Context: an optimization exercise on an open-source flow, tuned for small area, a short achievable clock period and few clock cycles per item. The choices shown serve that exercise and are no tape-out recipe.
RTL that was checked went through simulation tests only; none was proved equivalent to the original.
Power figures rest on the tool's default switching activity, not on a simulated workload.

Design c1_ldpc_enc, start of the top module:
module c1_ldpc_enc (
    input  wire        clk,
    input  wire        rst,
    input  wire        in_valid,
    output wire        in_ready,
    input  wire [31:0] in_data,
    output wire        out_valid,
    input  wire        out_ready,
    output wire [31:0] out_data,
    output wire        out_last
);
For scale: roughly 1400 cells after synthesis, about 16000 µm² of cells after synthesis.
Settings: LEC_CHECK=0, CAP_MARGIN=20, CORE_MARGIN=2, CORE_UTILIZATION=65, CTS_BUF_LIST=sky130_fd_sc_hd__clkbuf_4 sky130_fd_sc_hd__clkbuf_8, PLACE_DENSITY=0.7, SETUP_SLACK_MARGIN=3.5, SLEW_MARGIN=20; clock period 5.5 ns.
run.sh (not shown) runs the stock make flow with config.mk's settings and CLKGATE_MAP_FILE= SYNTH_SCRIPT=/design/flow/synth_recipe.tcl, a recipe that flattens the netlist after the stock synthesis.
Testbench counts at the start, summed over its fixed seeds: cycles 30,728, words 256.
==> next run, changes <==
CTS_BUF_LIST = sky130_fd_sc_hd__clkbuf_16   (was sky130_fd_sc_hd__clkbuf_4 sky130_fd_sc_hd__clkbuf_8)
CTS_CLUSTER_DIAMETER = 60   (was unset)
CTS_CLUSTER_SIZE = 20   (was unset)
Sequential power hardly moves.
Power shrinks by 10%.
Clock skew grows by 0.0045 ns.
Worst setup slack got worse by 0.0054 ns.
Global-route usage shrinks by 1.3 points.
Via count shrinks by about 2.4%.
Critical path depth does not change.
Hold slack improved by 0.0083 ns.
Clock-buffer cell count shrinks by 78.
Clock power shrinks by about 25%.
Cell count shrinks by 3.8%.
==> next run, changes <==
CORE_UTILIZATION = 75   (was 65)
CTS_CLUSTER_DIAMETER = 80   (was 60)
CTS_CLUSTER_SIZE = 30   (was 20)
PLACE_DENSITY = 0.8   (was 0.7)
Utilization grows by 9.6 points.
Routed wire length increases by 1.7%.
Critical path depth is unchanged.
Clock skew decreases by 0.0061 ns.
Non-clock buffer count falls by 3.
Clock-buffer cell count came out lower by 11.
Power is lower by 8.8%.

* * *

## the previous run
c1_ldpc_enc, a different RTL version from the one above (not shown whole).
For scale: ~1400 cells after synthesis, roughly 440 flip-flops, roughly 0.016 mm2 of cells after synthesis.
clock: 5.5 ns
lec_check: 0
cap_margin: 20
core_margin: 2
core_utilization: 75
cts_buf_list: sky130_fd_sc_hd__clkbuf_16
cts_cluster_diameter: 80
cts_cluster_size: 30
place_density: 0.8
setup_slack_margin: 3.5
slew_margin: 20
Testbench counts of the previous run, summed over its fixed seeds: cycles 30,728, words 256.
Relative to the previous run, the following input files were edited for the current run:
Settings: SETUP_SLACK_MARGIN changed from 3.5 to 3.2.
Notes after the runs:
Taking the current run as 1.0, the previous run lands at 1.16 on non-clock buffer count.
The previous run ended up with obuf[20]$_SDFFE_PP0N_ as its launching element of the worst setup path; the current run ended up with obuf[23]$_SDFFE_PP0N_.
Relative to the previous run, the current run degrades final-layout worst hold slack.
Looking at non-clock buffer area fraction after layout, the current run sits 1.2 points below the previous run.
Taking the previous run as the reference point, the slack of the critical path of the current run falls by 150 ps.
Diff the current run and the previous run: quantity of gates resized following cts lower in the current run

* * *

## job 6743
Another version of the RTL of c1_ldpc_enc (not shown whole).
For scale: about 1300 cells after synthesis, about 71 I/O pins, ~0.015 mm2 of cells after synthesis.
export LEC_CHECK = 0
export CAP_MARGIN = 20
export CORE_MARGIN = 2
export CORE_UTILIZATION = 75
export CTS_BUF_LIST = sky130_fd_sc_hd__clkbuf_16
export CTS_CLUSTER_DIAMETER = 80
export CTS_CLUSTER_SIZE = 30
export PLACE_DENSITY = 0.8
export SETUP_SLACK_MARGIN = 3.8
export SLEW_MARGIN = 20
create_clock -name core_clock -period 5.5 [get_ports {clk}]
Job 6743 did not stop at any stage, and its layout met the timing, design-rule and antenna checks.
Setup changes, job 6743 to job 5447
- swapping 30 for 25 in CTS_CLUSTER_SIZE
- swapping 3.8 for 3.5 in SETUP_SLACK_MARGIN
- swapping 75 for 85 in CORE_UTILIZATION
- swapping 0.8 for 0.9 in PLACE_DENSITY
Diff job 6743..job 5447 | post-synthesis cell count | unchanged. As far as hold buffer count at cts goes, job 5447 and job 6743 are indistinguishable; the numbers are identical. Number of placed instances with taps included shrinks by a few percent when moving from job 6743 to job 5447. Diff job 6743 and job 5447: setup slack at placement lower in job 6743. [job 5447 vs job 6743] CTS buffer count: higher in job 5447. Job 5447: GRT-0232 in global routing (5_1_grt) -> run aborted.
#### Input delta (job 2731 over job 5447)
- a change of CORE_UTILIZATION from 85 to 75
- a change of CTS_CLUSTER_SIZE from 25 to 30
- a change of PLACE_DENSITY from 0.9 to 0.8
Notes after the runs:
Comparing job 2731 against job 5447, there is no change at all in per-instance average area after synthesis. Compared with job 5447, in job 2731 post-detailed-placement half-perimeter wirelength decreased 5.5%; post-CTS repair timing setup buffer count dropped 11; minimum setup slack after placement moved down; area after synthesis essentially unchanged. Job 2731 completed every stage of the flow, and the final layout passed the timing, design-rule and antenna checks.
No run of this note included a check of the RTL's function; only the layout flow was run.

[re-timing with driven ports]
The results above use ideal ports. As a check the final layouts listed here were re-extracted and re-timed, cells and wires unchanged.
Step 1 (the two cells are an assumption about what drives the block):
set clk [get_ports {clk}]
set_driving_cell -lib_cell sky130_fd_sc_hd__clkbuf_16 $clk
set_driving_cell -lib_cell sky130_fd_sc_hd__buf_2 [delete_from_list [all_inputs] $clk]
Step 2 adds t to the input delays and takes it off the output delays; t is the mean of the earliest and latest rising clock arrival at the registers after step 1. Input paths then give back, and output paths get back, about the clock's delay inside the block.
Slacks: ideal / step 1 / step 2; pairs: ideal / step 1.
run	t (ns)	setup WS [ns]	hold slack, ns	worst setup path at the end	cell pins on the clock port's net
the first run of note 1	0.621	3.227 / 3.179 / 2.975	0.459 / 0.459 / 0.459	input to register	1
the second run of note 1	0.609	3.222 / 3.172 / 3.015	0.467 / 0.467 / 0.467	input to register	1
the third run of note 1	0.575	3.281 / 3.232 / 2.942	0.472 / 0.472 / 0.472	input to register	1
the previous run	0.573	3.357 / 3.308 / 2.735	0.468 / 0.468 / 0.468	input to register	1
the current run	0.578	3.208 / 3.158 / 2.668	0.458 / 0.458 / 0.458	input to register	1
job 6743	0.580	3.261 / 3.261 / 2.703	0.466 / 0.466 / 0.466	input to register	1
job 2731	0.585	3.349 / 3.299 / 2.901	0.476 / 0.476 / 0.476	input to register	1
After both steps setup and hold are still met in every run listed. The setup slack of the previous run, which loses most, moves by -0.049 ns with the drivers and by -0.622 ns with both steps.
